What follows belongs to an exercise in optimizing a design on an open flow for small area; a production flow would make more cautious choices.
The RTL was checked by simulation tests, not by an equivalence proof against the original design.
Power figures rest on the tool's default switching activity, not on a simulated workload. The clock port is modelled as an ideal driver; clocking choices that lean on that would not hold on a real chip.

$ cat design.v
module fb_speed (
    input  wire        clk,
    input  wire        rst,             
    input  wire        edge_valid,
    input  wire [35:0] edge_t,          
    input  wire [35:0] edge_p,          
    input  wire        edge_neg,        
    input  wire        edge_new_run,    
    input  wire        ring_clear,      
    input  wire        rel_valid,
    output wire        rel_ready,
    input  wire [35:0] rel_s,           
    input  wire [3:0]  cfg_match,       
    input  wire [35:0] cfg_win,         
    input  wire [35:0] cfg_tmax,        
    output reg         done,
    output wire [35:0] speed,
    output reg         speed_valid,
    output reg         standstill,
    output wire [35:0] span
);
    localparam [35:0] K0N = ~36'd1953125;
    reg  [2:0]  ph;
    wire [2:0]  pp = ~ph;               
    always @(posedge clk) begin
        if (rst) ph <= 3'd0;
        else     ph <= ph + 3'd1;
    end
    wire        new_e = edge_valid && !ring_clear;
    reg  [5:0]  aptr;                   
    reg  [35:0] T, P;                   
    reg         t_pend, p_pend;
    wire [5:0]  slot_t = aptr + 6'd1;
    wire [5:0]  slot_p = aptr + 6'd2;
    wire        wr_p   = p_pend && (slot_p[2:0] == pp);
    wire        wr_t   = t_pend && (slot_t[2:0] == pp);
    wire [35:0] wd     = wr_p ? P : T;
    wire [2:0]  wl     = wr_p ? slot_p[5:3] : slot_t[5:3];
    wire        wen    = wr_p || wr_t;
    wire [35:0] T_nx   = new_e ? edge_t : T;
    always @(posedge clk) begin
        if (new_e) T <= edge_t;
        if (new_e && t_pend && !wr_t) P <= T;
    end
    always @(posedge clk) begin
        if (rst) begin
            aptr   <= 6'd0;
            t_pend <= 1'b0;
            p_pend <= 1'b0;
        end else begin
            if (new_e) aptr <= aptr - 6'd1;
            t_pend <= new_e || (t_pend && !wr_t);
            p_pend <= (new_e && t_pend && !wr_t) || (p_pend && !wr_p);
        end
    end
    wire [35:0] port [0:7];
    genvar gl;
    generate
        for (gl = 0; gl < 8; gl = gl + 1) begin : g_loop
            reg [8*36-1:0] lv;
            always @(posedge clk)
                lv <= {lv[7*36-1:0], (wen && wl == gl) ? wd : lv[8*36-1:7*36]};
            assign port[gl] = lv[8*36-1:7*36];
        end
    endgenerate
    reg  [6:0]  run_len;                
    reg         last_neg;
    reg         stand_flag;
    wire        stand_now;              
    localparam [3:0] S_IDLE = 4'd0, S_CHK = 4'd1, S_SCAN = 4'd2, S_D1I = 4'd3,
                     S_DIV1 = 4'd4, S_MI = 4'd5, S_MUL = 4'd6, S_ROT = 4'd7,
                     S_DIV2 = 4'd8, S_FIN = 4'd9;
    reg  [3:0]  state;
    assign rel_ready = (state == S_IDLE);
    wire        chk = (state == S_CHK);
    wire        e_rs = edge_new_run || (run_len == 7'd0) || (edge_neg != last_neg) ||
                       stand_flag || (chk && stand_now);
    wire [6:0]  run_nx = ring_clear ? 7'd0 :
                         !edge_valid ? run_len :
                         e_rs ? 7'd1 :
                         (run_len == 7'd64) ? 7'd64 : run_len + 7'd1;
    always @(posedge clk) begin
        if (rst) begin
            run_len    <= 7'd0;
            last_neg   <= 1'b0;
            stand_flag <= 1'b0;
        end else begin
            run_len <= run_nx;
            if (ring_clear)    last_neg <= 1'b0;
            else if (edge_valid) last_neg <= edge_neg;
            if (ring_clear)    stand_flag <= 1'b0;
            else if (edge_valid) stand_flag <= 1'b0;
            else if (chk && stand_now) stand_flag <= 1'b1;
        end
    end
    reg  [35:0] K, Q, R, S;
    reg         ux;
    reg  [6:0]  n_rel;
    reg  [5:0]  a_sel, o, sc;
    reg  [2:0]  m_ph;
    reg         cw_ok, cx_ok, neg, dsel_s, ovf, satf, zf, dly;
    assign speed = K;
    assign span  = S;
    wire scan = (state == S_SCAN);
    wire mul  = (state == S_MUL);
    wire fin  = (state == S_FIN);
    wire div2 = (state == S_DIV2);
    wire rot  = (state == S_ROT);
    wire        s_s   = div2 && dsel_s;
    wire        s_r   = !(scan || chk || mul || fin || s_s);
    wire [35:0] bport = ({36{scan && sc[5:3] == 3'd0}} & port[0]) | ({36{scan && sc[5:3] == 3'd1}} & port[1]) |
                        ({36{scan && sc[5:3] == 3'd2}} & port[2]) | ({36{scan && sc[5:3] == 3'd3}} & port[3]) |
                        ({36{scan && sc[5:3] == 3'd4}} & port[4]) | ({36{scan && sc[5:3] == 3'd5}} & port[5]) |
                        ({36{scan && sc[5:3] == 3'd6}} & port[6]) | ({36{scan && sc[5:3] == 3'd7}} & port[7]);
    wire [35:0] bv    = bport | ({36{chk}} & T) | ({36{s_r}} & R) | ({36{s_s}} & S) |
                        ({36{mul}} & ~(36'd1953125 - 36'd1)) | {36{fin}};
    wire [36:0] aa = {ux, K};
    wire [36:0] nb = {1'b1, ~bv};
    wire [37:0] cc;
    wire [36:0] ss;
    assign cc[0] = 1'b1;
    genvar gi;
    generate
        for (gi = 0; gi < 37; gi = gi + 1) begin : g_add
            assign ss[gi]   = aa[gi] ^ nb[gi] ^ cc[gi];
            assign cc[gi+1] = (aa[gi] & nb[gi]) | (aa[gi] & cc[gi]) | (nb[gi] & cc[gi]);
        end
    endgenerate
    wire        cy = cc[37];            
    wire [35:0] df = ss[35:0];
    wire [36:0] cw, ct;
    assign cw[0] = 1'b1;
    assign ct[0] = 1'b1;
    generate
        for (gi = 0; gi < 36; gi = gi + 1) begin : g_cmp
            assign cw[gi+1] = (cfg_win[gi] & ~df[gi]) | (cfg_win[gi] & cw[gi]) | (~df[gi] & cw[gi]);
            assign ct[gi+1] = (cfg_tmax[gi] & ~df[gi]) | (cfg_tmax[gi] & ct[gi]) | (~df[gi] & ct[gi]);
        end
    endgenerate
    wire        c_win = cw[36];
    wire        c_thr = ct[36];
    assign stand_now = (n_rel == 7'd0) || !c_thr;
    wire [3:0]  mp     = (cfg_match >= 4'd1 && cfg_match <= 4'd8) ? cfg_match : 4'd1;
    wire [2:0]  mp1    = mp[2:0] - 3'd1;
    wire        al     = (sc[2:0] == pp);
    wire        inr    = ({1'b0, o} < n_rel);
    wire        mt     = (m_ph == 3'd0);
    wire        e_win  = inr && mt && c_win;
    wire        e_tm   = inr && mt && c_thr;
    wire        upd    = !cw_ok && (e_win || e_tm || (o == 6'd1 && !cx_ok));
    reg  [2:0]  m_init;
    always @(*) begin
        case (cfg_match)
            4'd2: m_init = 3'd1;
            4'd4: m_init = 3'd3;
            4'd5: m_init = 3'd3;
            4'd6: m_init = 3'd3;
            4'd8: m_init = 3'd7;
            default: m_init = 3'd0;
        endcase
    end
    wire        d1i       = (state == S_D1I);
    wire        mi        = (state == S_MI);
    wire        fin_first = fin && (o == 6'd36);
    wire        fin_last  = fin && (o == 6'd1);
    wire        inj       = ((dly | satf) & !zf) ^ neg;
    wire        rnd       = (Q[35] & !satf & !zf) ^ neg;
    wire        take      = mul ? a_sel[5] : fin ? (fin_last && inj && rnd) :
                            (rot || d1i || mi) ? 1'b0 : cy;
    wire        keep      = !(d1i || mi);
    wire [35:0] sel       = ({36{take}} & df) | ({36{keep && !take}} & K);
    wire        kin       = div2 ? (o >= 6'd21 ? Q[35] : 1'b0) :
                            fin_first ? neg :
                            fin_last  ? (inj ^ rnd) :
                            fin       ? inj :
                            (rot || d1i || mi || mul) ? 1'b0 : Q[35];
    wire        ge        = (|Q[35:6]) || (Q[5:0] >= a_sel);
    wire        k_rel = (state == S_IDLE) && rel_valid;
    wire        k_sh  = !(state == S_IDLE || chk || scan);
    always @(posedge clk) begin
        if (k_rel || chk || k_sh)
            K <= ({36{k_rel}} & rel_s) | ({36{chk}} & T) | ({36{k_sh}} & {sel[34:0], kin});
        ux <= k_sh && sel[35];
    end
    always @(posedge clk) begin
        Q   <= d1i ? S : {Q[34:0], rot ? K[35] : cy};
        dly <= Q[35];
    end
    always @(posedge clk) begin
        if (rst) begin
            state       <= S_IDLE;
            done        <= 1'b0;
            speed_valid <= 1'b0;
            standstill  <= 1'b0;
        end else begin
            done <= 1'b0;
            case (state)
                S_IDLE: begin
                    if (rel_valid) begin
                        S     <= 36'd0;
                        n_rel <= run_nx;
                        sc    <= new_e ? aptr - 6'd1 : aptr;
                        neg   <= new_e ? edge_neg : last_neg;
                        state <= S_CHK;
                    end
                end
                S_CHK: begin
                    R      <= df;                 
                    o      <= 6'd63;
                    m_ph   <= m_init;
                    cw_ok  <= 1'b0;
                    cx_ok  <= 1'b0;
                    if (stand_now || n_rel == 7'd1) begin
                        standstill  <= stand_now;
                        speed_valid <= 1'b0;
                        neg         <= 1'b0;
                        zf          <= 1'b1;
                        o           <= 6'd36;
                        state       <= S_FIN;
                    end else begin
                        standstill  <= 1'b0;
                        speed_valid <= 1'b1;
                        zf          <= 1'b0;
                        state       <= S_SCAN;
                    end
                end
                S_SCAN: begin
                    if (al) begin
                        if (upd) begin
                            S     <= df;
                            a_sel <= o;
                        end
                        if (e_win) cw_ok <= 1'b1;
                        if (e_tm)  cx_ok <= 1'b1;
                        m_ph <= mt ? mp1 : m_ph - 3'd1;
                        o    <= o - 6'd1;
                        sc   <= sc - 6'd1;
                        if (o == 6'd1) state <= S_D1I;
                    end
                end
                default: begin
                    if (mul) a_sel <= {a_sel[4:0], 1'b0};
                    if (mi) begin
                        dsel_s <= ge;
                        if (!ge) a_sel <= 6'd1;
                    end
                    if (div2 && o <= 6'd20 && Q[35]) ovf <= 1'b1;
                    o <= o - 6'd1;
                    case (state)
                        S_D1I:  begin state <= S_DIV1; o <= 6'd37; end
                        S_MI:   begin state <= S_MUL;  o <= 6'd6;  end
                        default: if (o == 6'd1) begin
                            case (state)
                                S_DIV1: state <= S_MI;
                                S_MUL:  begin state <= S_ROT;  o <= 6'd36; end
                                S_ROT:  begin state <= S_DIV2; o <= 6'd56; ovf <= 1'b0; end
                                S_DIV2: begin state <= S_FIN;  o <= 6'd36; satf <= ovf || Q[35] || (&{Q[34:0], cy}); end
                                default: begin state <= S_IDLE; done <= 1'b1; end
                            endcase
                        end
                    endcase
                end
            endcase
        end
    end
endmodule
$ cat flow/run.sh
#!/bin/bash
# Standard layout with two changes: the port buffers are the smallest
# buffer cell, and clock tree synthesis clusters more sinks per leaf buffer
# and adds no dummy loads.
bash standard.sh \
  "BUFFER_PORTS_ARGS=-buffer_cell sky130_fd_sc_hd__buf_1" \
  "CTS_ARGS=-sink_clustering_enable -repair_clock_nets -dont_use_dummy_load -sink_clustering_size 30 -sink_clustering_max_diameter 100" \
  finish > standard.log 2>&1
$ cat standard.sh
#!/bin/bash
# synth_recipe.tcl (not shown) runs the flow's synth.tcl, then flattens the netlist and writes it again
# the make line also repeats each setting of config.mk as NAME=value (left out here)
make -C /OpenROAD-flow-scripts/flow DESIGN_CONFIG=/design/flow/config.mk WORK_HOME=/design/flow/orfs CLKGATE_MAP_FILE= SYNTH_SCRIPT=/design/flow/synth_recipe.tcl "${@:-finish}"
$ cat config.mk
export PLATFORM = sky130hd
export DESIGN_NAME = fb_speed
export DESIGN_NICKNAME = fb_speed
export VERILOG_FILES = /design/flow/design.v
export SDC_FILE = /design/flow/constraint.sdc
export NUM_CORES = 4
export LEC_CHECK = 0
export CAP_MARGIN = 20
export CORE_MARGIN = 2
export CORE_UTILIZATION = 60
export SLEW_MARGIN = 20
export SYNTH_MEMORY_MAX_BITS = 16384
$ cat constraint.sdc
create_clock -name core_clock -period 20.0 [get_ports {clk}]
set_input_delay 4.0000 -clock core_clock [delete_from_list [all_inputs] [get_ports {clk}]]
set_output_delay 4.0000 -clock core_clock [all_outputs]
set_load 0.01 [all_outputs]
==> qor.log, run 1 <==
[global_routing] antenna violations before repair 11
[synth] Yosys top cell area share 72.3%
[timing] share of the cycle needed by the critical path after routing 96.8%
[layout] register area 0.0539 mm²
[detailed_routing] vias per cell 5.39
[outcome] result of the run complete, no violations
[synth] yosys warns 1
[placed_design] number of placed instances, taps included 6101
[timing] unrepaired setup endpoints after global routing false
[synth] cell with the most instances after synthesis sky130_fd_sc_hd__dfxtp_1
[synth] post-synthesis instance area 0.0656 mm²
[global_routing] wire length of the first global-routing pass 215 mm
[detailed_routing] Detailed Route Iter0 Violations 3103
[timing] final setup skew 0.0683 ns
[pwr] Clock Power Share 21.0%
[pwr] share of total power in combinational logic 26.0%
[layout] share of layout cells above drive strength 1 5.79%
[pwr] switching share of power 32.0%
[synth] Avg Synthesized Cell Area 14.4 µm²
[detailed_routing] final routed DRC violation total 0
[setup_path] CP Data Arrival Time 19.76 ns
[placed_design] Buffers on Ports 230
[detailed_routing] First-pass DRT Iterations 7
[cts] clock tree from TritonCTS done
[pwr] PwrDens 154 mW/mm²
[cts] clock insertion delay at the later pin of the skew report 0.72 ns
[setup_path] Crit Path Max Fanout 15
[synth] Post-Syn Instances 4561
[setup_path] CP bufs+invs 3
[placed_design] Setup Slack @ Placement -0.138 ns
[placed_design] final RePlAce weighted congestion 0.893
[die] Starting Density 60.3%
[cts] root buffer cell sky130_fd_sc_hd__clkbuf_16
[setup_path] Worst setup EP type flip-flop
[pwr] Leakage 26.9 nW
[cts] number of H-tree levels 3
[die] IO Count 267
[pwr] Max rail drop VDD 176 µV
[setup_path] cell with the biggest individual delay on the critical path sky130_fd_sc_hd__fa_1
[die] Std-Cell Core Area 0.109 mm²
[setup_path] Worst path max stage delay 0.57 ns
[setup_path] most used cell, CP sky130_fd_sc_hd__fa_1
[synth] Yosys reg bits 2584
[timing] endpoints failing hold 0
[cts] TritonCTS Buffers 96
[global_routing] overall routing resource usage 26.8%
[layout] multi-input logic area 0.0108 mm²
[global_routing] maximum number of pins on one net before global-route repair 73
[die] Die X-Extent 335 µm
[die] DIE AREA 0.112 mm²
[cts] number of buffers on the longest clock path 3
[global_routing] number of global-route vias before repair 31.2k
[synth] synth unique cells 74
[setup_path] dominant delay contributor by cell family on the critical path adder cells
[placed_design] total half-perimeter wirelength after legalization and detailed placement 99.0 mm
[cts] Clk pin slew, worst setup/hold paths 0.12 ns
[timing] transition time at the pin with the least slew margin 1.18 ns
[timing] Final TNS setup 0 ns
[layout] number of standard cells in the final layout excluding fillers 6202
[setup_path] Req. time, crit path 20.40 ns
[global_routing] overflow left after global routing 0
[die] standard-cell row count 121
[setup_path] startpoint type of the worst setup path flip-flop
[timing] highest achievable clock rate 0.0516 GHz
[detailed_routing] Routed WL per cell 24.5 µm
[layout] count of filler cells inserted in the layout 8033
[timing] total of endpoints with negative setup slack in the final report 0
[detailed_routing] post-route ant nets 0
[die] floorplan die height 335 µm
[synth] share of the yosys chip area belonging to registers 82.2%
[synth] count of flip-flops with a built-in enable after synthesis 215
[synth] async set-reset flop share out of synthesis 0%
[layout] relative area change from synthesis to final layout 7.90%
[cts] hold buffer count at cts 0
[synth] library cell with the largest summed area after synthesis sky130_fd_sc_hd__dfxtp_1
[detailed_routing] routed wire length 152 mm
[timing] Max Transition Viols Final 0
[timing] Slew headroom 21.1%
[hold_path] worst hold path class reg2reg
[job] maxcap violations 0
[pwr] internal power summed over all cells 7.39 mW
[timing] post-layout worst setup margin 0.635 ns
[synth] most used flip-flop cell after synthesis sky130_fd_sc_hd__dfxtp_1
[synth] most frequent cells after synthesis sky130_fd_sc_hd__dfxtp_1, sky130_fd_sc_hd__nor2_1, sky130_fd_sc_hd__a21oi_1, sky130_fd_sc_hd__edfxtp_1, sky130_fd_sc_hd__nand2_1
[layout] final layout net count 5038
[timing] min cycle time layout 19.36 ns
[detailed_routing] Vias 33.5k
[cts] total clock sinks 2584
[synth] main area contributors after synthesis sky130_fd_sc_hd__dfxtp_1, sky130_fd_sc_hd__edfxtp_1, sky130_fd_sc_hd__nor2_1, sky130_fd_sc_hd__a21oi_1, sky130_fd_sc_hd__o21ai_0
[pwr] share of total power in sequential cells 53.0%
[setup_path] startpoint-to-endpoint class of the critical path reg2reg
[pwr] switching component of the power 3.48 mW
[synth] net count after synthesis 4812
## worst paths after layout
kind                                          startpoint                        to  slack (ns)  cells after the start
worst max register to register     state[1]$_SDFFE_PP0P_        S[3]$_SDFFCE_PP0P_        0.64                     53
worst max-delay path               state[1]$_SDFFE_PP0P_        S[3]$_SDFFCE_PP0P_        0.64                     53
worst min-delay path            g_loop[3].lv[36]$_DFF_P_  g_loop[3].lv[72]$_DFF_P_        0.30                      0
worst min register to register  g_loop[3].lv[36]$_DFF_P_  g_loop[3].lv[72]$_DFF_P_        0.30                      0
## power groups by stage
stage,Combinational [mW],Clock (mW),Sequential [mW]
after detailed placement,2.73,0,5.88
after floorplan,1.61,0,5.80
after global routing,3.03,2.50,5.79
after global placement,2.71,0,5.88
final,2.83,2.28,5.77
after CTS,2.75,2.33,5.77
## stage by stage
| stage | hold slack (ns) | area, µm² | utilization (%) | total power, mW |
|---|---|---|---|---|
| finish | 0.302 | 70800 | 65.1 | 10.9 |
| global route | 0.312 | 70700 | 65.1 | 11.3 |
| CTS | 0.306 | 70700 | 65.0 | 10.8 |
| detailed placement | 0.312 | 68200 | 62.8 | 8.61 |
| global placement | 0.309 | 68200 | 62.8 | 8.59 |
| floorplan | 0.310 | 65600 | - | 7.42 |
## cell type report
cell class                      count  share of cell area (%)
Inverter                          105                   0.557
Clock buffer                       96                    3.40
Tap cell                         1414                    2.50
Timing Repair Buffer              310                    2.16
Sequential cell                  2584                    76.2
Multi-Input combinational cell   1690                    15.2
Antenna cell                        3                  0.0106
## layer usage
metal  vias to the layer above  global-route usage (%)  routed length, µm
li1                      15800                       -                  -
met1                     16300                    40.8              72300
met2                      1099                    39.7              64300
met3                       223                    4.92              11000
met4                         8                    7.22               4360
met5                         -                       0                 46
## cells in the final DEF (no fill, tap or decap), types with 7 or more instances in the layout
| cell | synthesis | final |
|---|---|---|
| sky130_fd_sc_hd__dfxtp_1 | 2369 | 2365 |
| sky130_fd_sc_hd__nor2_1 | 327 | 320 |
| sky130_fd_sc_hd__buf_1 | 9 | 230 |
| sky130_fd_sc_hd__a21oi_1 | 216 | 216 |
| sky130_fd_sc_hd__edfxtp_1 | 215 | 215 |
| sky130_fd_sc_hd__nand2_1 | 197 | 197 |
| sky130_fd_sc_hd__o21ai_0 | 182 | 182 |
| sky130_fd_sc_hd__a22oi_1 | 109 | 108 |
| sky130_fd_sc_hd__inv_1 | 104 | 103 |
| sky130_fd_sc_hd__clkbuf_16 | 0 | 97 |
| sky130_fd_sc_hd__buf_4 | 3 | 75 |
| sky130_fd_sc_hd__a221oi_1 | 70 | 69 |
| sky130_fd_sc_hd__nand3_1 | 63 | 58 |
| sky130_fd_sc_hd__a31oi_1 | 47 | 47 |
| sky130_fd_sc_hd__mux2i_1 | 45 | 45 |
| sky130_fd_sc_hd__mux2_2 | 34 | 34 |
| sky130_fd_sc_hd__fa_1 | 35 | 30 |
| sky130_fd_sc_hd__ha_1 | 25 | 25 |
| sky130_fd_sc_hd__o22ai_1 | 24 | 24 |
| sky130_fd_sc_hd__nor3_1 | 23 | 21 |
| sky130_fd_sc_hd__a221o_1 | 21 | 21 |
| sky130_fd_sc_hd__a22o_1 | 21 | 21 |
| sky130_fd_sc_hd__nand4_1 | 20 | 20 |
| sky130_fd_sc_hd__a222oi_1 | 17 | 17 |
| sky130_fd_sc_hd__o211ai_1 | 17 | 17 |
| sky130_fd_sc_hd__xor2_1 | 17 | 17 |
| sky130_fd_sc_hd__xnor2_1 | 16 | 16 |
| sky130_fd_sc_hd__nor4_1 | 16 | 15 |
| sky130_fd_sc_hd__or2_2 | 14 | 13 |
| sky130_fd_sc_hd__a21o_1 | 12 | 10 |
| sky130_fd_sc_hd__nand2b_1 | 8 | 8 |
| sky130_fd_sc_hd__a211oi_1 | 7 | 7 |
| sky130_fd_sc_hd__and3_1 | 11 | 7 |
| sky130_fd_sc_hd__maj3_1 | 7 | 7 |
| sky130_fd_sc_hd__nor3b_1 | 7 | 7 |
## worst reg2reg max path: cells and delay by family (launching register included)
kind	cells	cell delay, ns
buffers and inverters	3	0.54
flip-flops	1	0.39
adder cells (fa/ha/maj)	35	15.23
AO/OA/AOI/OAI	6	1.41
AND/OR/NAND/NOR	9	1.52
## kinds of logic after synthesis
logic type / synth area share, %
compound gates: 7.69
xor+xnor: 0.532
fa+ha+maj: 1.65
buf+inv: 1.77
flops: 82.2
mux: 1.27
simple gates: 4.91
## registers in the layout, summed over array words and instances, names as in the netlist, 7 cells and up
name	count
P	36
run_len	7
Q	36
K	36
n_rel	7
T	36
g_loop.lv	2304
R	36
S	36
## repair_timing
action,CTS,global route
pin swaps,0,2
endpoints found under the setup margin,51,103
gates cloned,0,1
setup buffers,0,1
gates resized for setup,3,16
==> run 2, diff against run 1 <==
--- a/design.v
+++ b/design.v
@@ -161,4 +161,5 @@
     end
     wire        d1i       = (state == S_D1I);
+    wire        div1      = (state == S_DIV1);
     wire        mi        = (state == S_MI);
     wire        fin_first = fin && (o == 6'd36);
@@ -170,5 +171,7 @@
     wire        keep      = !(d1i || mi);
     wire [35:0] sel       = ({36{take}} & df) | ({36{keep && !take}} & K);
-    wire        kin       = div2 ? (o >= 6'd21 ? Q[35] : 1'b0) :
+    wire [5:0]  sb        = o - 6'd2;
+    wire        kin       = div1 ? ((o >= 6'd2) && S[sb]) :
+                            div2 ? (o >= 6'd21 ? Q[35] : 1'b0) :
                             fin_first ? neg :
                             fin_last  ? (inj ^ rnd) :
@@ -184,5 +187,5 @@
     end
     always @(posedge clk) begin
-        Q   <= d1i ? S : {Q[34:0], rot ? K[35] : cy};
+        Q   <= {Q[34:0], rot ? K[35] : cy};
         dly <= Q[35];
     end
==> flow/run.sh (replaced) <==
#!/bin/bash
# Standard layout with two changes: the port buffers are the smallest
# buffer cell, and clock tree synthesis clusters more sinks per leaf buffer
# and adds no dummy loads.
bash standard.sh \
  "BUFFER_PORTS_ARGS=-buffer_cell sky130_fd_sc_hd__buf_1" \
  "CTS_ARGS=-sink_clustering_enable -repair_clock_nets -dont_use_dummy_load -sink_clustering_size 32 -sink_clustering_max_diameter 80" \
  finish > standard.log 2>&1
--- a/config.mk
+++ b/config.mk
@@ -8,5 +8,5 @@
 export CAP_MARGIN = 20
 export CORE_MARGIN = 2
-export CORE_UTILIZATION = 60
+export CORE_UTILIZATION = 55
 export SLEW_MARGIN = 20
 export SYNTH_MEMORY_MAX_BITS = 16384
==> qor.log, run 2 <==
[timing] share of the cycle needed by the critical path after routing 96.9%
[synth] post-synthesis instance area 0.0654 mm²
[setup_path] startpoint-to-endpoint class of the critical path reg2reg
[timing] highest achievable clock rate 0.0516 GHz
[timing] Final TNS setup 0 ns
[layout] most used cells in the layout excluding fill and tap cells sky130_fd_sc_hd__dfxtp_1, sky130_fd_sc_hd__nand2_1, sky130_fd_sc_hd__o21ai_0
[cts] hold buffer count at cts 0
[cts] root buffer cell sky130_fd_sc_hd__clkbuf_16
[synth] synth unique cells 68
[timing] total of endpoints with negative setup slack in the final report 0
[synth] Yosys top cell area share 72.5%
[die] IO Count 267
[synth] main area contributors after synthesis sky130_fd_sc_hd__dfxtp_1, sky130_fd_sc_hd__edfxtp_1, sky130_fd_sc_hd__o21ai_0, sky130_fd_sc_hd__nand2_1, sky130_fd_sc_hd__a22oi_1
[die] Std-Cell Core Area 0.118 mm²
[synth] async set-reset flop share out of synthesis 0%
[setup_path] most used cell, CP sky130_fd_sc_hd__fa_1
[synth] Post-Syn Instances 4569
[detailed_routing] Routed WL per cell 23.3 µm
[die] Die X-Extent 349 µm
[detailed_routing] final routed DRC violation total 0
[outcome] result of the run complete, no violations
[setup_path] Req. time, crit path 20.44 ns
[detailed_routing] routed wire length 147 mm
[setup_path] CP Data Arrival Time 19.81 ns
[cts] clock tree from TritonCTS done
[layout] share of layout cells above drive strength 1 5.29%
[die] DIE AREA 0.122 mm²
[layout] final layout net count 5059
[placed_design] final RePlAce weighted congestion 0.873
[synth] Yosys reg bits 2584
[layout] Reg with most FFs g_loop.lv
[layout] max FFs per register 2304
[setup_path] crit path launch state[1]$_SDFFE_PP0P_
[cts] clock insertion delay at the later pin of the skew report 0.74 ns
[detailed_routing] Detailed Route Iter0 Violations 3242
[layout] relative area change from synthesis to final layout 8.29%
[timing] Max Transition Viols Final 0
[pwr] Max rail drop VDD 170 µV
[setup_path] Worst path max stage delay 0.58 ns
[global_routing] number of global-route vias before repair 31.9k
[synth] yosys warns 1
[layout] number of standard cells in the final layout excluding fillers 6340
[synth] most used flip-flop cell after synthesis sky130_fd_sc_hd__dfxtp_1
[detailed_routing] Vias 33.4k
[detailed_routing] vias per cell 5.27
[cts] Clk pin slew, worst setup/hold paths 0.11 ns
[detailed_routing] post-route ant nets 0
[cts] total clock sinks 2584
[layout] leading cell type in the layout, fill and taps excluded sky130_fd_sc_hd__dfxtp_1
[global_routing] overall routing resource usage 24.1%
[global_routing] antenna violations before repair 6
[setup_path] r2r startpoint state[1]$_SDFFE_PP0P_
[die] floorplan die height 349 µm
[cts] number of buffers on the longest clock path 3
[global_routing] wire length of the first global-routing pass 213 mm
[synth] Avg Synthesized Cell Area 14.3 µm²
[synth] net count after synthesis 4823
[cts] number of H-tree levels 3
[hold_path] source of the worst hold timing path g_loop[2].lv[115]$_DFF_P_
[setup_path] Worst setup EP type flip-flop
[timing] worst hold slack 0.287 ns
[detailed_routing] First-pass DRT Iterations 8
[timing] unrepaired setup endpoints after global routing false
[timing] min cycle time layout 19.37 ns
[global_routing] maximum number of pins on one net before global-route repair 59
[timing] Slew headroom 19.9%
[cts] TritonCTS Buffers 94
[synth] cell with the most instances after synthesis sky130_fd_sc_hd__dfxtp_1
[synth] most frequent cells after synthesis sky130_fd_sc_hd__dfxtp_1, sky130_fd_sc_hd__nand2_1, sky130_fd_sc_hd__o21ai_0, sky130_fd_sc_hd__nor2_1, sky130_fd_sc_hd__edfxtp_1
[die] standard-cell row count 126
[placed_design] total half-perimeter wirelength after legalization and detailed placement 95.3 mm
[placed_design] number of placed instances, taps included 6240
[setup_path] cell with the biggest individual delay on the critical path sky130_fd_sc_hd__fa_2
[setup_path] Crit Path Max Fanout 10
[pwr] PwrDens 159 mW/mm²
[pwr] Leakage 27.1 nW
[timing] final setup skew 0.0728 ns
[placed_design] Buffers on Ports 230
[timing] transition time at the pin with the least slew margin 1.17 ns
[global_routing] overflow left after global routing 0
[synth] library cell with the largest summed area after synthesis sky130_fd_sc_hd__dfxtp_1
[job] maxcap violations 0
[synth] share of the yosys chip area belonging to registers 82.4%
[die] Starting Density 55.4%
[synth] count of flip-flops with a built-in enable after synthesis 215
[hold_path] worst hold path class reg2reg
[timing] endpoints failing hold 0
[setup_path] startpoint type of the worst setup path flip-flop
## run 2: what timing repair did
action                     CTS  global route
pin swaps                    0             6
buffers inserted             0             3
setup endpoints to repair   29            91
gates resized for setup      1            15
gates cloned                 0             2
## run 2: cell type report
type | instances | area [µm²]
timing repair buffer | 315 | 1570
fill | 9280 | 47200
sequential | 2584 | 53900
tap | 1536 | 1920
antenna | 1 | 2.50
inverter | 113 | 424
multi-input combinational | 1697 | 10700
clock buffer | 94 | 2350
## run 2: cell families after synthesis
kind of cell / count (synthesis) / synth area share, %
buf+inv: 288 / 1.72
fa+ha+maj: 71 / 1.73
flops: 2584 / 82.4
xor+xnor: 36 / 0.482
mux: 58 / 1.10
compound gates: 798 / 7.73
simple gates: 734 / 4.88
## run 2: report_power, final
part | switching, mW | total, mW | internal, mW
clock | 1.42 | 2.27 | 0.850
sequential | 0.219 | 5.82 | 5.60
combinational | 2.14 | 3.16 | 1.03
## run 2: per-stage QoR
step	power [mW]	setup WS, ns	utilization [%]	area (µm²)
after floorplan	7.62	0.0870	-	65400
after global placement	8.93	0.191	57.9	68300
after detailed placement	8.98	0.0228	57.9	68300
after CTS	11.2	0.00303	59.9	70700
after global routing	11.7	0.0243	60.0	70800
final	11.2	0.627	60.0	70800
## run 2: final timing paths
path / endpoint / slack, ns / depth (start not counted)
hold / removal: g_loop[2].lv[151]$_DFF_P_ / 0.29 / 0
setup / recovery: S[18]$_SDFFCE_PP0P_ / 0.63 / 53
setup reg to reg: S[18]$_SDFFCE_PP0P_ / 0.63 / 53
hold reg to reg: g_loop[2].lv[151]$_DFF_P_ / 0.29 / 0
## run 2: layer usage
| metal | share of wire (%) | up-vias | track usage, % |
|---|---|---|---|
| li1 | - | 15800 | - |
| met2 | 44 | 1073 | 37.1 |
| met4 | 3.8 | 4 | 8.85 |
| met5 | 0.019 | - | 0 |
| met1 | 47 | 16200 | 34.8 |
| met3 | 6.0 | 275 | 3.59 |
## run 2: critical path, delay by kind of cell, from the launching register on
family / cells / cell delay (ns)
adder cells (fa/ha/maj): 36 / 15.74
buffers and inverters: 4 / 0.68
AND/OR/NAND/NOR: 7 / 0.90
AO/OA/AOI/OAI: 6 / 1.41
flip-flops: 1 / 0.36
==> run 3, diff against run 2 <==
--- a/config.mk
+++ b/config.mk
@@ -8,5 +8,6 @@
 export CAP_MARGIN = 20
 export CORE_MARGIN = 2
-export CORE_UTILIZATION = 55
+export CORE_UTILIZATION = 60
+export PLACE_DENSITY = 0.85
 export SLEW_MARGIN = 20
 export SYNTH_MEMORY_MAX_BITS = 16384
==> qor.log, run 3 <==
[detailed_routing] First-pass DRT Iterations 10
[layout] max FFs per register 2304
[detailed_routing] Detailed Route Iter0 Violations 4520
[detailed_routing] final routed DRC violation total 0
[cts] clock tree from TritonCTS done
[setup_path] Worst setup EP type flip-flop
[setup_path] cell with the biggest individual delay on the critical path sky130_fd_sc_hd__fa_2
[global_routing] overflow left after global routing 0
[cts] number of buffers on the longest clock path 3
[setup_path] CP Data Arrival Time 19.96 ns
[setup_path] startpoint type of the worst setup path flip-flop
[synth] mux contribution to synthesized area 1.10%
[placed_design] final RePlAce weighted congestion 0.908
[die] floorplan die height 334 µm
[timing] share of the cycle needed by the critical path after routing 97.7%
[cts] root buffer cell sky130_fd_sc_hd__clkbuf_16
[layout] most used cells in the layout excluding fill and tap cells sky130_fd_sc_hd__dfxtp_1, sky130_fd_sc_hd__nand2_1, sky130_fd_sc_hd__o21ai_0
[die] standard-cell row count 121
[die] Die X-Extent 334 µm
[timing] final setup skew 0.0770 ns
[synth] most frequent cells after synthesis sky130_fd_sc_hd__dfxtp_1, sky130_fd_sc_hd__nand2_1, sky130_fd_sc_hd__o21ai_0, sky130_fd_sc_hd__nor2_1, sky130_fd_sc_hd__edfxtp_1
[synth] count of flip-flops with a built-in enable after synthesis 215
[hold_path] worst hold path class reg2reg
[setup_path] startpoint-to-endpoint class of the critical path reg2reg
[layout] number of standard cells in the final layout excluding fillers 6204
[layout] Reg with most FFs g_loop.lv
[pwr] Max rail drop VDD 155 µV
[timing] transition time at the pin with the least slew margin 1.25 ns
[synth] Yosys reg bits 2584
[setup_path] most used cell, CP sky130_fd_sc_hd__fa_1
[die] Std-Cell Core Area 0.109 mm²
[synth] library cell with the largest summed area after synthesis sky130_fd_sc_hd__dfxtp_1
[synth] most used flip-flop cell after synthesis sky130_fd_sc_hd__dfxtp_1
[cts] total clock sinks 2584
[synth] combinational family with the most area after synthesis compound AO/OA/AOI/OAI gates
[layout] relative area change from synthesis to final layout 7.89%
[outcome] result of the run complete, no violations
[synth] XOR/XNOR Fraction of Synth Area 0.482%
[hold_path] instance count along the most critical hold path 0
[layout] share of layout cells above drive strength 1 5.08%
[timing] endpoints failing hold 0
[cts] Clk pin slew, worst setup/hold paths 0.11 ns
[job] maxcap violations 0
[detailed_routing] vias per cell 5.71
[pwr] total power 11.3 mW
[placed_design] total half-perimeter wirelength after legalization and detailed placement 96.6 mm
[synth] Post-Syn Instances 4569
[synth] simple-gate share of the synthesized area 4.88%
[setup_path] Crit Path Max Fanout 9
[synth] async set-reset flop share out of synthesis 0%
[synth] post-synthesis instance area 0.0654 mm²
[synth] net count after synthesis 4823
[die] DIE AREA 0.112 mm²
[layout] leading cell type in the layout, fill and taps excluded sky130_fd_sc_hd__dfxtp_1
[detailed_routing] Routed WL per cell 25.0 µm
[setup_path] worst r2r path cells 53
[detailed_routing] Vias 35.4k
[timing] Slew headroom 16.7%
[die] IO Count 267
[timing] total of endpoints with negative setup slack in the final report 0
[synth] share of the synthesized area in compound gates (AO/OA/AOI/OAI) 7.73%
[synth] post-synthesis share of cell area spent on full adders, half adders and majority gates 1.73%
[synth] main area contributors after synthesis sky130_fd_sc_hd__dfxtp_1, sky130_fd_sc_hd__edfxtp_1, sky130_fd_sc_hd__o21ai_0, sky130_fd_sc_hd__nand2_1, sky130_fd_sc_hd__a22oi_1
[cts] number of H-tree levels 3
[synth] cell with the most instances after synthesis sky130_fd_sc_hd__dfxtp_1
[global_routing] wire length of the first global-routing pass 223 mm
[pwr] Leakage 27.0 nW
[global_routing] antenna violations before repair 13
[layout] final layout net count 5043
[synth] Avg Synthesized Cell Area 14.3 µm²
[detailed_routing] post-route ant nets 0
[cts] clock insertion delay at the later pin of the skew report 0.73 ns
[timing] highest achievable clock rate 0.0512 GHz
[setup_path] dominant delay contributor by cell family on the critical path adder cells
[detailed_routing] routed wire length 155 mm
[synth] yosys warns 1
[cts] hold buffer count at cts 0
[pwr] PwrDens 160 mW/mm²
[placed_design] number of placed instances, taps included 6105
[setup_path] CP bufs+invs 4
[global_routing] maximum number of pins on one net before global-route repair 73
[global_routing] number of global-route vias before repair 35.5k
[die] Starting Density 60.3%
[synth] share of the yosys chip area belonging to registers 82.4%
[synth] Yosys top cell area share 72.5%
[setup_path] Req. time, crit path 20.42 ns
[timing] min cycle time layout 19.54 ns
[placed_design] Buffers on Ports 230
[timing] Max Transition Viols Final 0
[global_routing] overall routing resource usage 27.2%
[setup_path] cell count along the critical path 53
[synth] synth unique cells 68
[setup_path] Worst path max stage delay 0.61 ns
[cts] TritonCTS Buffers 91
## run 3: cell counts after synthesis
Identical to the previous run, type by type.
## run 3: where the power goes
group          leakage [nW]  switching [mW]  internal, mW
logic                  4.72            2.21          1.01
clock network          1.12            1.42         0.826
registers              21.1           0.228          5.60
## run 3: worst register-to-register path, delay by kind of cell (launching register included)
family	cells	cell delay (ns)
DFF	1	0.41
and+or+nand+nor	7	0.86
adders and majority gates	36	15.70
AOI/OAI and AO/OA	6	1.56
buffers and inverters	4	0.71
## run 3: layout make-up
class,instances,area (µm²)
Fill cell,7165,38000
Multi-Input combinational cell,1697,10700
Timing Repair Buffer,302,1510
Sequential cell,2584,53900
Antenna cell,3,7.51
Tap cell,1414,1770
Clock buffer,91,2280
Inverter,113,428
## run 3: timing repair
item | CTS | global route
pin swaps | 1 | 3
resized for setup | 3 | 18
buffers inserted | 0 | 2
setup endpoints to repair | 42 | 74
cloned | 0 | 2
## run 3: cell families (layout without fill, tap and decap cells)
family,Yosys count,after routing
mux,58,58
simple gates,734,734
compound gates,798,798
flops,2584,2584
other cells,0,3
buf+inv,288,506
fa+ha+maj,71,71
xor+xnor,36,36
## run 3: per-stage QoR
| step | setup WS [ns] | area, µm² | utilization, % | TNS [ns] | hold slack, ns |
|---|---|---|---|---|---|
| global route | -0.0265 | 70600 | 65.0 | -0.180 | 0.283 |
| global placement | -0.00609 | 68100 | 62.7 | -0.0583 | 0.309 |
| finish | 0.458 | 70600 | 65.0 | 0 | 0.272 |
| floorplan | 0.0870 | 65400 | - | 0 | 0.310 |
| detailed placement | -0.165 | 68100 | 62.7 | -6.20 | 0.312 |
| CTS | 0.00126 | 70400 | 64.9 | 0 | 0.282 |
## run 3: path summary, 6_finish.rpt
kind / from / end / slack, ns
worst max-delay path: state[1]$_SDFFE_PP0P_ / S[34]$_SDFFCE_PP0P_ / 0.46
worst min-delay path: g_loop[4].lv[132]$_DFF_P_ / g_loop[4].lv[168]$_DFF_P_ / 0.27
worst max register to register: state[1]$_SDFFE_PP0P_ / S[34]$_SDFFCE_PP0P_ / 0.46
worst min register to register: g_loop[4].lv[132]$_DFF_P_ / g_loop[4].lv[168]$_DFF_P_ / 0.27
## run 3: metal layers
metal	track usage, %	wire length [µm]	vias to the layer above
li1	-	-	15800
met1	36.0	60000	17100
met2	42.4	69400	2069
met3	6.69	17600	501
met4	12.6	7870	12
met5	0	81	-
==> run 4, diff against run 3 <==
--- a/config.mk
+++ b/config.mk
@@ -6,8 +6,8 @@
 export NUM_CORES = 4
 export LEC_CHECK = 0
+export ABC_CLOCK_PERIOD_IN_PS = 30000
 export CAP_MARGIN = 20
 export CORE_MARGIN = 2
 export CORE_UTILIZATION = 60
-export PLACE_DENSITY = 0.85
 export SLEW_MARGIN = 20
 export SYNTH_MEMORY_MAX_BITS = 16384
==> qor.log, run 4 <==
[outcome] result of the run complete, no violations
[setup_path] CP bufs+invs 3
[setup_path] Crit Path Max Fanout 10
[layout] number of standard cells in the final layout excluding fillers 6202
[setup_path] cell with the biggest individual delay on the critical path sky130_fd_sc_hd__fa_2
[synth] synth unique cells 68
[synth] count of flip-flops with a built-in enable after synthesis 215
[die] Starting Density 60.3%
[detailed_routing] routed wire length 146 mm
[synth] main area contributors after synthesis sky130_fd_sc_hd__dfxtp_1, sky130_fd_sc_hd__edfxtp_1, sky130_fd_sc_hd__o21ai_0, sky130_fd_sc_hd__nand2_1, sky130_fd_sc_hd__a22oi_1
[cts] number of H-tree levels 3
[layout] max FFs per register 2304
[synth] Yosys top cell area share 72.5%
[die] IO Count 267
[global_routing] number of global-route vias before repair 31.4k
[layout] count of filler cells inserted in the layout 8079
[timing] min cycle time layout 19.29 ns
[cts] Clk pin slew, worst setup/hold paths 0.11 ns
[global_routing] wire length of the first global-routing pass 210 mm
[placed_design] final RePlAce weighted congestion 0.862
[setup_path] Worst setup EP type flip-flop
[hold_path] worst hold path class reg2reg
[pwr] Max rail drop VDD 200 µV
[timing] Max Transition Viols Final 0
[timing] post-layout worst setup margin 0.706 ns
[setup_path] Worst path max stage delay 0.63 ns
[placed_design] total half-perimeter wirelength after legalization and detailed placement 93.2 mm
[layout] final layout net count 5042
[synth] async set-reset flop share out of synthesis 0%
[setup_path] dominant delay contributor by cell family on the critical path adder cells
[pwr] Leakage 27.0 nW
[cts] clock insertion delay at the later pin of the skew report 0.71 ns
[synth] yosys warns 1
[synth] most frequent cells after synthesis sky130_fd_sc_hd__dfxtp_1, sky130_fd_sc_hd__nand2_1, sky130_fd_sc_hd__o21ai_0, sky130_fd_sc_hd__nor2_1, sky130_fd_sc_hd__edfxtp_1
[placed_design] number of placed instances, taps included 6104
[setup_path] startpoint type of the worst setup path flip-flop
[cts] TritonCTS Buffers 92
[layout] share of layout cells above drive strength 1 5.01%
[layout] multi-input logic area 0.0107 mm²
[global_routing] overall routing resource usage 25.9%
[timing] endpoints failing hold 0
[synth] Avg Synthesized Cell Area 14.3 µm²
[layout] leading cell type in the layout, fill and taps excluded sky130_fd_sc_hd__dfxtp_1
[die] DIE AREA 0.112 mm²
[timing] transition time at the pin with the least slew margin 1.11 ns
[synth] post-synthesis instance area 0.0654 mm²
[synth] share of the yosys chip area belonging to registers 82.4%
[synth] most used flip-flop cell after synthesis sky130_fd_sc_hd__dfxtp_1
[die] floorplan die height 334 µm
[die] Die X-Extent 334 µm
[synth] Yosys reg bits 2584
[global_routing] overflow left after global routing 0
[detailed_routing] post-route ant nets 0
[layout] most used cells in the layout excluding fill and tap cells sky130_fd_sc_hd__dfxtp_1, sky130_fd_sc_hd__nand2_1, sky130_fd_sc_hd__o21ai_0
[setup_path] Req. time, crit path 20.41 ns
[job] maxcap violations 0
[cts] clock tree from TritonCTS done
[timing] final setup skew 0.0752 ns
[die] standard-cell row count 121
[cts] total clock sinks 2584
[detailed_routing] Vias 33.4k
[detailed_routing] final routed DRC violation total 0
[cts] number of buffers on the longest clock path 3
[timing] unrepaired setup endpoints after global routing false
[placed_design] Buffers on Ports 230
[synth] cell with the most instances after synthesis sky130_fd_sc_hd__dfxtp_1
[global_routing] maximum number of pins on one net before global-route repair 73
[detailed_routing] vias per cell 5.39
[layout] fin util 65.0%
[timing] highest achievable clock rate 0.0518 GHz
[synth] library cell with the largest summed area after synthesis sky130_fd_sc_hd__dfxtp_1
[layout] relative area change from synthesis to final layout 7.86%
[pwr] PwrDens 158 mW/mm²
[layout] Reg with most FFs g_loop.lv
[global_routing] antenna violations before repair 13
[synth] Post-Syn Instances 4569
[setup_path] most used cell, CP sky130_fd_sc_hd__fa_1
[detailed_routing] First-pass DRT Iterations 6
[cts] root buffer cell sky130_fd_sc_hd__clkbuf_16
[placed_design] Setup Slack @ Placement -0.0660 ns
[die] Std-Cell Core Area 0.109 mm²
[timing] Slew headroom 25.2%
[detailed_routing] Detailed Route Iter0 Violations 3242
[layout] register area 0.0539 mm²
[setup_path] CP Data Arrival Time 19.70 ns
[detailed_routing] Routed WL per cell 23.6 µm
[timing] share of the cycle needed by the critical path after routing 96.5%
[timing] total of endpoints with negative setup slack in the final report 0
[setup_path] startpoint-to-endpoint class of the critical path reg2reg
[synth] net count after synthesis 4823
[run 4: kinds of logic (layout without fill, tap and decap cells)]
group | count (synthesis) | count (layout) | share of synthesized area, %
flip-flops | 2584 | 2584 | 82.4
AO/OA/AOI/OAI | 798 | 798 | 7.73
AND/OR/NAND/NOR | 734 | 734 | 4.88
buffers and inverters | 288 | 505 | 1.72
adder cells (fa/ha/maj) | 71 | 71 | 1.73
multiplexers | 58 | 58 | 1.10
XOR/XNOR | 36 | 36 | 0.482
other | 0 | 2 | 0
[run 4: worst paths after layout]
path | from | slack, ns | to | cells past startpoint
max reg2reg | state[2]$_SDFFE_PP0P_ | 0.71 | S[21]$_SDFFCE_PP0P_ | 52
min reg2reg | g_loop[6].lv[130]$_DFF_P_ | 0.27 | g_loop[6].lv[166]$_DFF_P_ | 0
max | state[2]$_SDFFE_PP0P_ | 0.71 | S[21]$_SDFFCE_PP0P_ | 52
min | g_loop[6].lv[130]$_DFF_P_ | 0.27 | g_loop[6].lv[166]$_DFF_P_ | 0
[run 4: layout make-up]
class	count	share of cell area (%)
repair buffers	300	2.11
inverters	113	0.601
multi-input cells	1697	15.1
well taps	1414	2.51
flip-flops and latches	2584	76.4
diodes	2	0.00709
clock buffers	92	3.26
[run 4: timing repair]
item / in CTS / in global routing
endpoints found under the setup margin: 37 / 101
pin swaps: 0 / 6
setup buffers: 0 / 2
gates cloned: 0 / 2
hold buffers: 0 / 0
resized for setup: 4 / 16
[run 4: worst register-to-register path: cells and delay by family, from the launching register on]
family	cells	cell delay (ns)
buf+inv	3	0.43
flops	1	0.42
compound gates	6	1.42
fa+ha+maj	36	15.66
simple gates	7	1.08
[run 4: metrics by stage]
stage                     TNS (ns)  total power, mW  cell area [µm²]  hold WS (ns)
after floorplan                  0             7.62            65400         0.310
after global placement           0             8.89            68100         0.309
after detailed placement     -2.14             8.92            68100         0.312
after CTS                        0             11.1            70400         0.275
after global routing             0             11.6            70600         0.268
final                            0             11.2            70600         0.273
[run 4: metal layers]
layer  vias up  global-route usage (%)  share of wire (%)
met1     16300                    38.9                 47
met5         -                       0              0.055
met3       245                    4.15                6.8
met4        14                    6.80                2.8
met2      1113                    39.4                 43
li1      15800                       -                  -
[run 4: where the power goes]
group	switching (mW)	leakage, nW	total (mW)	internal, mW
sequential	0.225	21.1	5.83	5.60
combinational	2.09	4.72	3.10	1.01
clock	1.40	1.13	2.24	0.833
total	3.72	27.0	11.2	7.44
==> run 5, diff against run 4 <==
--- a/config.mk
+++ b/config.mk
@@ -6,5 +6,5 @@
 export NUM_CORES = 4
 export LEC_CHECK = 0
-export ABC_CLOCK_PERIOD_IN_PS = 30000
+export ABC_AREA = 1
 export CAP_MARGIN = 20
 export CORE_MARGIN = 2
==> qor.log, run 5 <==
[synth] net count after synthesis 5030
[pwr] PwrDens 152 mW/mm²
[layout] leading cell type in the layout, fill and taps excluded sky130_fd_sc_hd__dfxtp_1
[cts] Clk pin slew, worst setup/hold paths 0.11 ns
[synth] yosys warns 1
[cts] total clock sinks 2584
[timing] endpoints failing hold 0
[die] IO Count 267
[die] standard-cell row count 121
[synth] Yosys top cell area share 71.8%
[timing] worst hold slack 0.277 ns
[setup_path] worst r2r path cells 58
[synth] most used flip-flop cell after synthesis sky130_fd_sc_hd__dfxtp_1
[layout] max FFs per register 2304
[global_routing] overflow left after global routing 0
[setup_path] dominant delay contributor by cell family on the critical path adder cells
[setup_path] Req. time, crit path 20.42 ns
[setup_path] startpoint type of the worst setup path flip-flop
[hold_path] worst hold path class reg2reg
[detailed_routing] met1 wire length 67.5 mm
[global_routing] number of global-route vias before repair 31.9k
[placed_design] Setup Slack @ Placement 0.284 ns
[synth] Yosys reg bits 2584
[layout] most used cells in the layout excluding fill and tap cells sky130_fd_sc_hd__dfxtp_1, sky130_fd_sc_hd__nand2_1, sky130_fd_sc_hd__inv_1
[setup_path] Crit Path Max Fanout 17
[timing] highest achievable clock rate 0.0515 GHz
[global_routing] wire length of the first global-routing pass 211 mm
[pwr] Leakage 29.6 nW
[pwr] share of total power in combinational logic 26.1%
[synth] async set-reset flop share out of synthesis 0%
[synth] library cell with the largest summed area after synthesis sky130_fd_sc_hd__dfxtp_1
[global_routing] maximum number of pins on one net before global-route repair 54
[die] Die X-Extent 336 µm
[synth] post-synthesis instance area 0.0661 mm²
[hold_path] instance count along the most critical hold path 0
[synth] synth unique cells 45
[detailed_routing] vias per cell 5.21
[die] DIE AREA 0.113 mm²
[setup_path] most used cell, CP sky130_fd_sc_hd__fa_1
[synth] count of flip-flops with a built-in enable after synthesis 215
[setup_path] startpoint-to-endpoint class of the critical path reg2reg
[pwr] switching share of power 32.8%
[cts] number of H-tree levels 3
[timing] total of endpoints with negative setup slack in the final report 0
[global_routing] overall routing resource usage 26.4%
[timing] post-layout worst setup margin 0.566 ns
[layout] relative area change from synthesis to final layout 8.00%
[timing] Slew headroom 25.0%
[synth] most frequent cells after synthesis sky130_fd_sc_hd__dfxtp_1, sky130_fd_sc_hd__nand2_1, sky130_fd_sc_hd__inv_1, sky130_fd_sc_hd__edfxtp_1, sky130_fd_sc_hd__o21ai_0
[timing] min cycle time layout 19.43 ns
[job] maxcap violations 0
[cts] hold buffer count at cts 0
[detailed_routing] final routed DRC violation total 0
[timing] transition time at the pin with the least slew margin 1.12 ns
[cts] number of buffers on the longest clock path 3
[setup_path] cell with the biggest individual delay on the critical path sky130_fd_sc_hd__fa_1
[detailed_routing] routed length on met3 11.8 mm
[timing] final setup skew 0.0719 ns
[synth] Post-Syn Instances 4776
[timing] share of the cycle needed by the critical path after routing 97.2%
[detailed_routing] Detailed Route Iter0 Violations 2887
[cts] clock tree from TritonCTS done
[timing] Max Transition Viols Final 0
[placed_design] total half-perimeter wirelength after legalization and detailed placement 98.4 mm
[detailed_routing] post-route ant nets 0
[placed_design] final RePlAce weighted congestion 0.849
[pwr] Max rail drop VDD 126 µV
[timing] unrepaired setup endpoints after global routing false
[timing] Final TNS setup 0 ns
[layout] final layout net count 5308
[pwr] internal power summed over all cells 7.29 mW
[cts] root buffer cell sky130_fd_sc_hd__clkbuf_16
[cts] TritonCTS Buffers 91
[detailed_routing] Vias 33.7k
[layout] Reg with most FFs g_loop.lv
[detailed_routing] First-pass DRT Iterations 6
[setup_path] Worst setup EP type flip-flop
[setup_path] cell count along the critical path 58
[pwr] share of total power in sequential cells 53.4%
[pwr] Clock Power Share 20.5%
[die] Starting Density 60.6%
[layout] count of filler cells inserted in the layout 8197
[layout] share of layout cells above drive strength 1 7.48%
[cts] clock insertion delay at the later pin of the skew report 0.73 ns
[detailed_routing] Top Layer Used met5
[setup_path] CP Data Arrival Time 19.85 ns
[detailed_routing] routed wire length 150 mm
[detailed_routing] Routed WL per cell 23.2 µm
[setup_path] CP bufs+invs 7
[pwr] switching component of the power 3.56 mW
[synth] share of the yosys chip area belonging to registers 81.6%
[setup_path] Worst path max stage delay 0.59 ns
[detailed_routing] met2 WL 64.9 mm
[synth] Avg Synthesized Cell Area 13.8 µm²
[global_routing] antenna violations before repair 11
[synth] main area contributors after synthesis sky130_fd_sc_hd__dfxtp_1, sky130_fd_sc_hd__edfxtp_1, sky130_fd_sc_hd__mux2_2, sky130_fd_sc_hd__nand2_1, sky130_fd_sc_hd__inv_1
[die] Std-Cell Core Area 0.109 mm²
[outcome] result of the run complete, no violations
[placed_design] Buffers on Ports 230
[die] floorplan die height 336 µm
[synth] cell with the most instances after synthesis sky130_fd_sc_hd__dfxtp_1
run 5: path summary, 6_finish.rpt:
| path | start | slack (ns) | end |
|---|---|---|---|
| setup / recovery | state[2]$_SDFFE_PP0P_ | 0.57 | S[21]$_SDFFCE_PP0P_ |
| hold / removal | g_loop[3].lv[149]$_DFF_P_ | 0.28 | g_loop[3].lv[185]$_DFF_P_ |
| setup reg to reg | state[2]$_SDFFE_PP0P_ | 0.57 | S[21]$_SDFFCE_PP0P_ |
| hold reg to reg | g_loop[3].lv[149]$_DFF_P_ | 0.28 | g_loop[3].lv[185]$_DFF_P_ |
run 5: repair_timing:
item	CTS	global route
setup endpoints to repair	0	99
buffers inserted	0	1
gates resized for setup	0	10
run 5: through the flow:
step	area [µm²]	util, %	total power, mW	instances
finish	71300	65.4	10.8	6471
global route	71300	65.4	11.3	6466
CTS	71300	65.4	10.8	6464
detailed placement	69000	63.3	8.65	6373
global placement	69000	63.3	8.60	6373
floorplan	66100	-	7.46	4776
run 5: final cells by class:
cell class,count,area [µm²],share of cell area (%)
flip-flops and latches,2584,53900,75.5
multi-input cells,1629,10300,14.4
clock buffers,91,2280,3.19
well taps,1414,1770,2.48
inverters,449,1690,2.36
repair buffers,299,1450,2.03
diodes,5,12.5,0.0175
run 5: metal layers:
layer	track usage, %	vias to the layer above
met4	9.88	2
li1	-	16000
met3	5.84	285
met5	0	-
met2	40.0	1190
met1	37.5	16200
run 5: kinds of logic (layout without fill, tap and decap cells):
group,Yosys count,in the layout,synth area share (%)
simple gates,771,771,4.76
other cells,0,5,0
flops,2584,2584,81.6
fa+ha+maj,63,63,1.59
buf+inv,563,839,3.24
xor+xnor,26,26,0.345
mux,172,172,2.93
compound gates,597,597,5.56
run 5: power by group through the flow:
stage	Sequential (mW)	Clock [mW]	Combinational (mW)
after floorplan	5.85	0	1.61
after global placement	5.90	0	2.70
after detailed placement	5.91	0	2.75
after CTS	5.79	2.27	2.76
after global routing	5.82	2.44	3.05
final	5.79	2.22	2.83
==> run 6, diff against run 5 <==
--- a/config.mk
+++ b/config.mk
@@ -6,5 +6,4 @@
 export NUM_CORES = 4
 export LEC_CHECK = 0
-export ABC_AREA = 1
 export CAP_MARGIN = 20
 export CORE_MARGIN = 2
==> qor.log, run 6 <==
[cts] TritonCTS Buffers 92
[pwr] switching component of the power 3.72 mW
[timing] Slew headroom 25.2%
[die] standard-cell row count 121
[hold_path] instance count along the most critical hold path 0
[synth] share of the yosys chip area belonging to registers 82.4%
[cts] number of H-tree levels 3
[global_routing] antenna violations before repair 13
[timing] unrepaired setup endpoints after global routing false
[global_routing] overall routing resource usage 25.9%
[layout] Reg with most FFs g_loop.lv
[detailed_routing] Detailed Route Iter0 Violations 3242
[synth] count of flip-flops with a built-in enable after synthesis 215
[cts] number of buffers on the longest clock path 3
[hold_path] worst hold path class reg2reg
[timing] total of endpoints with negative setup slack in the final report 0
[layout] relative area change from synthesis to final layout 7.86%
[hold_path] source of the worst hold timing path g_loop[6].lv[130]$_DFF_P_
[setup_path] cell with the biggest individual delay on the critical path sky130_fd_sc_hd__fa_2
[setup_path] r2r startpoint state[2]$_SDFFE_PP0P_
[synth] most used flip-flop cell after synthesis sky130_fd_sc_hd__dfxtp_1
[global_routing] maximum number of pins on one net before global-route repair 73
[synth] cell with the most instances after synthesis sky130_fd_sc_hd__dfxtp_1
[layout] leading cell type in the layout, fill and taps excluded sky130_fd_sc_hd__dfxtp_1
[synth] synth unique cells 68
[layout] max FFs per register 2304
[pwr] share of total power in sequential cells 52.2%
[setup_path] crit path launch state[2]$_SDFFE_PP0P_
[setup_path] r2r setup slk 0.71 ns
[global_routing] met3 track utilization from global routing 4.15%
[pwr] Max rail drop VDD 200 µV
[timing] Max Transition Viols Final 0
[cts] clock insertion delay at the later pin of the skew report 0.71 ns
[die] Die X-Extent 334 µm
[global_routing] overflow left after global routing 0
[synth] yosys warns 1
[pwr] share of total power in combinational logic 27.8%
[timing] final setup skew 0.0752 ns
[synth] Avg Synthesized Cell Area 14.3 µm²
[pwr] Leakage 27.0 nW
[detailed_routing] Routed WL per cell 23.6 µm
[hold_path] end point of the most critical hold path g_loop[6].lv[166]$_DFF_P_
[pwr] total power 11.2 mW
[timing] share of the cycle needed by the critical path after routing 96.5%
[synth] Yosys top cell area share 72.5%
[setup_path] endpoint of the lowest-slack register-to-register path S[21]$_SDFFCE_PP0P_
[timing] transition time at the pin with the least slew margin 1.11 ns
[detailed_routing] vias per cell 5.39
[pwr] switching share of power 33.3%
[setup_path] startpoint-to-endpoint class of the critical path reg2reg
[die] Starting Density 60.3%
[detailed_routing] post-route ant nets 0
[setup_path] worst r2r path cells 52
[setup_path] Worst setup EP type flip-flop
[synth] Post-Syn Instances 4569
[placed_design] Buffers on Ports 230
[layout] final layout net count 5042
[synth] async set-reset flop share out of synthesis 0%
[timing] highest achievable clock rate 0.0518 GHz
[cts] hold buffer count at cts 0
[pwr] Clock Power Share 20.0%
[synth] main area contributors after synthesis sky130_fd_sc_hd__dfxtp_1, sky130_fd_sc_hd__edfxtp_1, sky130_fd_sc_hd__o21ai_0, sky130_fd_sc_hd__nand2_1, sky130_fd_sc_hd__a22oi_1
[layout] most used cells in the layout excluding fill and tap cells sky130_fd_sc_hd__dfxtp_1, sky130_fd_sc_hd__nand2_1, sky130_fd_sc_hd__o21ai_0
[layout] count of filler cells inserted in the layout 8079
[global_routing] GR peak layer met2
[synth] most frequent cells after synthesis sky130_fd_sc_hd__dfxtp_1, sky130_fd_sc_hd__nand2_1, sky130_fd_sc_hd__o21ai_0, sky130_fd_sc_hd__nor2_1, sky130_fd_sc_hd__edfxtp_1
[pwr] PwrDens 158 mW/mm²
[detailed_routing] routed wire length 146 mm
[cts] total clock sinks 2584
[global_routing] met2 track utilization from global routing 39.4%
[synth] post-synthesis instance area 0.0654 mm²
[synth] Yosys reg bits 2584
[placed_design] total half-perimeter wirelength after legalization and detailed placement 93.2 mm
[setup_path] Worst path max stage delay 0.63 ns
[cts] root buffer cell sky130_fd_sc_hd__clkbuf_16
[setup_path] most used cell, CP sky130_fd_sc_hd__fa_1
[die] floorplan die height 334 µm
[cts] Clk pin slew, worst setup/hold paths 0.11 ns
[timing] worst hold slack 0.273 ns
[synth] net count after synthesis 4823
[outcome] result of the run complete, no violations
[layout] share of layout cells above drive strength 1 5.01%
[detailed_routing] final routed DRC violation total 0
[setup_path] startpoint type of the worst setup path flip-flop
[setup_path] Crit Path Max Fanout 10
[synth] library cell with the largest summed area after synthesis sky130_fd_sc_hd__dfxtp_1
[placed_design] final RePlAce weighted congestion 0.862
[detailed_routing] Vias 33.4k
[timing] min cycle time layout 19.29 ns
[job] maxcap violations 0
[timing] endpoints failing hold 0
[setup_path] CP Data Arrival Time 19.70 ns
[detailed_routing] First-pass DRT Iterations 6
[global_routing] met1 global-route usage 38.9%
[setup_path] Req. time, crit path 20.41 ns
[die] IO Count 267
[global_routing] wire length of the first global-routing pass 210 mm
[pwr] internal power summed over all cells 7.44 mW
[die] Std-Cell Core Area 0.109 mm²
[cts] clock tree from TritonCTS done
[global_routing] number of global-route vias before repair 31.4k
[die] DIE AREA 0.112 mm²
run 6: changes by cell type in the layout (fill, tap and decap cells not counted), moves of 16 or more:
cell                       change
sky130_fd_sc_hd__inv_1       -329
sky130_fd_sc_hd__nand2_1     -181
sky130_fd_sc_hd__mux2_2      -171
sky130_fd_sc_hd__o22ai_1     -114
sky130_fd_sc_hd__a22oi_1      +93
sky130_fd_sc_hd__nor2_1       +84
sky130_fd_sc_hd__o21ai_1      +52
sky130_fd_sc_hd__a31oi_1      +47
sky130_fd_sc_hd__mux2i_1      +46
sky130_fd_sc_hd__o21ai_0      +37
sky130_fd_sc_hd__a21oi_1      +27
sky130_fd_sc_hd__a222oi_1     +17
sky130_fd_sc_hd__nand3_1      +16
run 6: kinds of logic (layout without fill, tap and decap cells):
logic type	after synthesis	count (layout)	share of synthesized area (%)
multiplexers	58	58	1.10
AO/OA/AOI/OAI	798	798	7.73
flip-flops	2584	2584	82.4
other	0	2	0
adder cells (fa/ha/maj)	71	71	1.73
XOR/XNOR	36	36	0.482
AND/OR/NAND/NOR	734	734	4.88
buffers and inverters	288	505	1.72
run 6: area by class of cell:
type | instances | area [µm²] | area share, %
clock buffers | 92 | 2300 | 3.26
repair buffers | 300 | 1490 | 2.11
diodes | 2 | 5.00 | 0.00709
well taps | 1414 | 1770 | 2.51
flip-flops and latches | 2584 | 53900 | 76.4
multi-input cells | 1697 | 10700 | 15.1
inverters | 113 | 424 | 0.601
run 6: critical path, delay by kind of cell, from the launching register on:
| family | cells | cell delay [ns] |
|---|---|---|
| fa+ha+maj | 36 | 15.66 |
| flops | 1 | 0.42 |
| simple gates | 7 | 1.08 |
| buf+inv | 3 | 0.43 |
| compound gates | 6 | 1.42 |
run 6: worst max path at each step:
stage                                endpoint  slack, ns  cells past startpoint
after detailed placement  S[23]$_SDFFCE_PP0P_      -0.07                     51
after global routing      S[35]$_SDFFCE_PP0P_       0.03                     52
after CTS                 S[21]$_SDFFCE_PP0P_       0.07                     51
after floorplan            S[0]$_SDFFCE_PP0P_       0.09                     53
final                     S[21]$_SDFFCE_PP0P_       0.71                     52
after global placement    S[23]$_SDFFCE_PP0P_       0.03                     51
run 6: metrics by stage:
step	utilization, %	setup slack [ns]	TNS (ns)	cell area [µm²]	std cells
after floorplan	-	0.0870	0	65400	4569
after global placement	62.7	0.0294	0	68100	6104
after detailed placement	62.7	-0.0660	-2.14	68100	6104
after CTS	64.9	0.0692	0	70400	6196
after global routing	65.0	0.0350	0	70600	6201
final	65.0	0.706	0	70600	6202
run 6: routing by layer:
| metal | up-vias | share of wire [%] |
|---|---|---|
| li1 | 15800 | - |
| met3 | 245 | 6.8 |
| met5 | - | 0.055 |
| met1 | 16300 | 47 |
| met2 | 1113 | 43 |
| met4 | 14 | 2.8 |
run 6: timing repair:
action	CTS	global route
pin swaps	0	6
gates resized for setup	4	16
buffers inserted	0	2
endpoints found under the setup margin	37	101
hold endpoints to repair	0	0
gates cloned	0	2
run 6: power groups by stage:
stage                     Clock [mW]  Combinational, mW  Sequential [mW]
after floorplan                    0               1.76             5.85
after global placement             0               2.95             5.94
after detailed placement           0               2.98             5.94
after CTS                       2.29               3.00             5.82
after global routing            2.46               3.33             5.85
final                           2.24               3.10             5.83

static timing again, ports no longer ideal:
The flow's constraints put no driver on any port. The routed layouts listed below were extracted and timed again, unchanged, in two steps. Step 1 (the two cells are an assumption about what drives the block):
set clk [get_ports {clk}]
set_driving_cell -lib_cell sky130_fd_sc_hd__clkbuf_16 $clk
set_driving_cell -lib_cell sky130_fd_sc_hd__buf_2 [delete_from_list [all_inputs] $clk]
Step 2 adds t to the input delays and takes it off the output delays; t is the mean of the earliest and latest rising clock arrival at the registers after step 1. Input paths then give back, and output paths get back, about the clock's delay inside the block. Three values: no drivers, after step 1, after step 2; two values: the first two.
| run | shift t [ns] | setup slack, ns | worst setup path after step 2 |
|---|---|---|---|
| run 1 | 0.753 | 0.635 / 0.635 / 0.635 | register to register |
| run 2 | 0.778 | 0.627 / 0.627 / 0.627 | register to register |
| run 3 | 0.760 | 0.458 / 0.458 / 0.458 | register to register |
| run 4 | 0.749 | 0.706 / 0.706 / 0.706 | register to register |
| run 5 | 0.768 | 0.566 / 0.566 / 0.566 | register to register |
| run 6 | 0.749 | 0.706 / 0.706 / 0.706 | register to register |
After both steps every run listed still meets setup and hold.
